This is an optimization exercise on Yosys and OpenROAD, whose aim is small area and a short achievable clock period, not a production implementation.
In this exercise RTL edits were held to simulation tests only and were not proved equivalent to the original.

nickel:
Design ce_agu, start of the top module:
module ce_agu (
    input  wire        clk,
    input  wire        rst,         
    input  wire        wr_en,
    input  wire [4:0]  wr_sel,
    input  wire [15:0] wr_data,
    input  wire [4:0]  rd_sel,
    output wire [15:0] rd_data,
    input  wire        x_en,
    input  wire [1:0]  x_k,
    input  wire [15:0] x_disp,
    input  wire        x_upd,
    output wire [15:0] x_ea,
    output wire        x_fault,
    input  wire        y_en,
    input  wire [1:0]  y_k,
    input  wire [15:0] y_disp,
    input  wire        y_upd,
    output wire [15:0] y_ea,
    output wire        y_fault
);
export LEC_CHECK = 0
export CAP_MARGIN = 20
export CORE_MARGIN = 2
export CORE_UTILIZATION = 40
export GPL_TIMING_DRIVEN = 0
export SLEW_MARGIN = 20
create_clock -name core_clock -period 60.0 [get_ports {clk}]
standard.sh (not shown) runs the stock make flow with config.mk's settings and CLKGATE_MAP_FILE= SYNTH_SCRIPT=/design/flow/synth_recipe.tcl, a recipe that flattens the netlist after the stock synthesis.
==> flow/flow/run.sh <==
#!/bin/bash
# The standard layout (standard.sh) with these changes:
# - synthesis keeps the design's modules apart until technology mapping and
#   maps each with its own ABC script (abc_hier.tcl); the netlist is then
#   flattened and renamed by synth_recipe.tcl as usual;
# - the port buffers that placement inserts are buf_2 cells;
# - clock tree synthesis uses clkbuf_8 cells, clusters of up to 14 sinks and
#   no dummy loads.
# Every other step and script is ORFS's own.
set -euo pipefail
here=$(pwd)
rm -rf "$here/own_scripts"
cp -r "$FLOW_HOME/scripts" "$here/own_scripts"
sed -i 's|^  log_cmd abc {\*}\$abc_args$|  source $::env(OWN_ABC_DIR)/abc_hier.tcl|' "$here/own_scripts/synth.tcl"
grep -q 'abc_hier.tcl' "$here/own_scripts/synth.tcl"
export OWN_ABC_DIR="$here/flow"
export BUFFER_PORTS_ARGS="-buffer_cell sky130_fd_sc_hd__buf_2"
export CTS_ARGS="-sink_clustering_enable -repair_clock_nets -dont_use_dummy_load -buf_list sky130_fd_sc_hd__clkbuf_8 -sink_clustering_size 14 -sink_clustering_max_diameter 70"
bash standard.sh SCRIPTS_DIR="$here/own_scripts" SYNTH_HIERARCHICAL=1 SYNTH_MINIMUM_KEEP_SIZE=0 \
    synth > "$here/synth.log" 2>&1
bash standard.sh "BUFFER_PORTS_ARGS=$BUFFER_PORTS_ARGS" "CTS_ARGS=$CTS_ARGS" > "$here/layout.log" 2>&1
==> flow/flow/abc_area.script <==
strash
&get -n
&fraig -x
&put
scorr
dc2
strash
&get -n
&dch -f
&nf
&put
buffer -c
topo
stime -c
upsize -c
dnsize -c
==> flow/flow/abc_dvb.script <==
strash
dch
map -D 10000
topo
stime -c
buffer -c
upsize -c
dnsize -c
==> flow/flow/abc_dvf.script <==
strash
dch
map -D 8000
topo
stime -c
buffer -c
upsize -c
dnsize -c
==> flow/flow/abc_fast.script <==
strash
dch
map -D 1500
topo
stime -c
buffer -c
upsize -c
dnsize -c
==> flow/flow/abc_hier.tcl <==
# Sourced by synth.tcl in place of its single abc call. Maps each module of
# the design with its own ABC script: the access module, which lies on the
# paths from inputs to outputs, for least delay; the rest for least area
# (abc_area.script) or for least area under a delay bound (map -D).
set own_dir $::env(OWN_ABC_DIR)
set abc_rest [lrange $abc_args 2 end]
log_cmd abc -script $own_dir/abc_fast.script {*}$abc_rest ce_agu_acc
log_cmd abc -script $own_dir/abc_area.script {*}$abc_rest ce_agu_rd
log_cmd abc -script $own_dir/abc_dvf.script {*}$abc_rest ce_agu_dvf
log_cmd abc -script $own_dir/abc_dvb.script {*}$abc_rest ce_agu_dvb
log_cmd abc -script $own_dir/abc_top.script {*}$abc_rest ce_agu
==> flow/flow/abc_top.script <==
strash
dch
map -D 15000
topo
stime -c
buffer -c
upsize -c
dnsize -c
Modified inputs, raven compared to nickel
- clearing GPL_TIMING_DRIVEN, which used to be 0
--- a/flow/flow/run.sh
+++ b/flow/flow/run.sh
@@ -2 +2 @@
-# The standard layout (standard.sh) with these changes:
+# The standard layout (standard.sh) with two changes:
@@ -6,3 +6 @@
-# - the port buffers that placement inserts are buf_2 cells;
-# - clock tree synthesis uses clkbuf_8 cells, clusters of up to 14 sinks and
-#   no dummy loads.
+# - the port buffers that placement inserts are buf_2 cells.
@@ -18 +15,0 @@
-export CTS_ARGS="-sink_clustering_enable -repair_clock_nets -dont_use_dummy_load -buf_list sky130_fd_sc_hd__clkbuf_8 -sink_clustering_size 14 -sink_clustering_max_diameter 70"
@@ -21 +18 @@
-bash standard.sh "BUFFER_PORTS_ARGS=$BUFFER_PORTS_ARGS" "CTS_ARGS=$CTS_ARGS" > "$here/layout.log" 2>&1
+bash standard.sh "BUFFER_PORTS_ARGS=$BUFFER_PORTS_ARGS" > "$here/layout.log" 2>&1
==> flow/flow/abc_hier.tcl <==
# Sourced by synth.tcl in place of its single abc call. Maps each module of
# the design with its own ABC script: the access and read-port modules, which
# lie on the paths from inputs to outputs, for least delay; the divider and
# the top module for least area under a looser delay bound.
set own_dir $::env(OWN_ABC_DIR)
set abc_rest [lrange $abc_args 2 end]
log_cmd abc -script $own_dir/abc_fast.script {*}$abc_rest ce_agu_acc ce_agu_rd
log_cmd abc -script $own_dir/abc_dvf.script {*}$abc_rest ce_agu_dvf
log_cmd abc -script $own_dir/abc_dvb.script {*}$abc_rest ce_agu_dvb
log_cmd abc -script $own_dir/abc_top.script {*}$abc_rest ce_agu
removed: flow/flow/abc_area.script
==> comparison <==
Tightest hold margin, nickel and raven: lower on nickel. Changes observed in raven relative to nickel: first-iteration DRC count went down 553; area of all placed cells without fillers went up about 0.9%.
Modified inputs, maple compared to raven
--- a/flow/flow/run.sh
+++ b/flow/flow/run.sh
@@ -2 +2 @@
-# The standard layout (standard.sh) with two changes:
+# The standard layout (standard.sh) with these changes:
@@ -6 +6,3 @@
-# - the port buffers that placement inserts are buf_2 cells.
+# - the port buffers that placement inserts are buf_2 cells;
+# - clock tree synthesis uses clkbuf_8 cells, clusters of up to 16 sinks and
+#   no dummy loads.
@@ -15,0 +18 @@
+export CTS_ARGS="-sink_clustering_enable -repair_clock_nets -dont_use_dummy_load -buf_list sky130_fd_sc_hd__clkbuf_8 -sink_clustering_size 16 -sink_clustering_max_diameter 80"
@@ -18 +21 @@
-bash standard.sh "BUFFER_PORTS_ARGS=$BUFFER_PORTS_ARGS" > "$here/layout.log" 2>&1
+bash standard.sh "BUFFER_PORTS_ARGS=$BUFFER_PORTS_ARGS" "CTS_ARGS=$CTS_ARGS" > "$here/layout.log" 2>&1
==> flow/flow/abc_area.script (new file) <==
strash
&get -n
&fraig -x
&put
scorr
dc2
strash
&get -n
&dch -f
&nf
&put
buffer -c
topo
stime -c
upsize -c
dnsize -c
==> flow/flow/abc_hier.tcl <==
# Sourced by synth.tcl in place of its single abc call. Maps each module of
# the design with its own ABC script: the access module, which lies on the
# paths from inputs to outputs, for least delay; the rest for least area
# (abc_area.script) or for least area under a delay bound (map -D).
set own_dir $::env(OWN_ABC_DIR)
set abc_rest [lrange $abc_args 2 end]
log_cmd abc -script $own_dir/abc_fast.script {*}$abc_rest ce_agu_acc
log_cmd abc -script $own_dir/abc_area.script {*}$abc_rest ce_agu_rd
log_cmd abc -script $own_dir/abc_dvf.script {*}$abc_rest ce_agu_dvf
log_cmd abc -script $own_dir/abc_dvb.script {*}$abc_rest ce_agu_dvb
log_cmd abc -script $own_dir/abc_top.script {*}$abc_rest ce_agu
## What came out
- Diff raven -> maple: sequential share of cell area went up, length in cells of the worst reg-to-reg path grew by about 3.5%.
- Of raven and maple, raven shows the lower setup slack of the critical path after layout, with maple above it.
- raven → maple: number of buffers inserted by port buffering was more or less identical; core region area moved down; routed via count moved down.
- Via density per instance ended up 0.60% higher on maple than on raven.
- maple ended up with y_ea[14] as its critical path capture point; raven ended up with y_ea[15].
Inputs modified between maple and garnet:
--- a/flow/flow/run.sh
+++ b/flow/flow/run.sh
@@ -7 +7 @@
-# - clock tree synthesis uses clkbuf_8 cells, clusters of up to 16 sinks and
+# - clock tree synthesis uses clkbuf_8 cells, clusters of up to 14 sinks and
@@ -18 +18 @@
-export CTS_ARGS="-sink_clustering_enable -repair_clock_nets -dont_use_dummy_load -buf_list sky130_fd_sc_hd__clkbuf_8 -sink_clustering_size 16 -sink_clustering_max_diameter 80"
+export CTS_ARGS="-sink_clustering_enable -repair_clock_nets -dont_use_dummy_load -buf_list sky130_fd_sc_hd__clkbuf_8 -sink_clustering_size 14 -sink_clustering_max_diameter 70"
### Flow results
Result: PASS for each of maple and garnet
Number of nets in the final layout: garnet vs maple, no meaningful difference
~same global-route met2 utilization in maple and garnet
Final cell count without fillers: maple vs garnet — no meaningful difference
Going from maple to garnet, post-layout minimum cycle time dropped 0.018 ns, post-route worst setup slack climbed 0.018 ns.
The following lists how harbor was set up differently from garnet:
- CORE_UTILIZATION changed from 40 to 60
Results
Sum of routed wire segments on met1 (harbor vs. garnet) decreases by a little under 10%
The fraction of final layout cells with drive strength greater than 1 of harbor is lower than that of garnet.
Against garnet as the reference, harbor delivers a lower first-pass GRT wire length.
Number of diodes added for antenna fixing on harbor is up relative to garnet.

-- static timing again, ports no longer ideal --
How much do the figures lean on ideal ports? The routed layouts below were timed once more, with nothing changed but the port constraints. Step 1 (the two cells are an assumption about what drives the block):
set clk [get_ports {clk}]
set_driving_cell -lib_cell sky130_fd_sc_hd__clkbuf_16 $clk
set_driving_cell -lib_cell sky130_fd_sc_hd__buf_2 [delete_from_list [all_inputs] $clk]
Step 2 also shifts input and output timing later by t, the mid clock arrival at the registers, as if the neighbouring blocks saw the same clock. a / b / c = ideal / step 1 / step 2; a / b = the first two.
run | shift t [ns] | setup slack, ns | slew at the worst register clock pin (ns)
nickel | 0.756 | 32.064 / 32.042 / 32.042 | 0.12 / 0.12
raven | 0.697 | 32.329 / 32.301 / 32.301 | 0.07 / 0.07
maple | 0.703 | 32.475 / 32.434 / 32.434 | 0.11 / 0.11
garnet | 0.716 | 32.493 / 32.454 / 32.454 | 0.11 / 0.11
harbor | 0.716 | 32.319 / 32.176 / 32.176 | 0.10 / 0.10
After both steps every run listed still meets setup and hold. For harbor, which loses most, drivers alone change the setup slack by -0.143 ns; drivers and shift together by -0.143 ns.
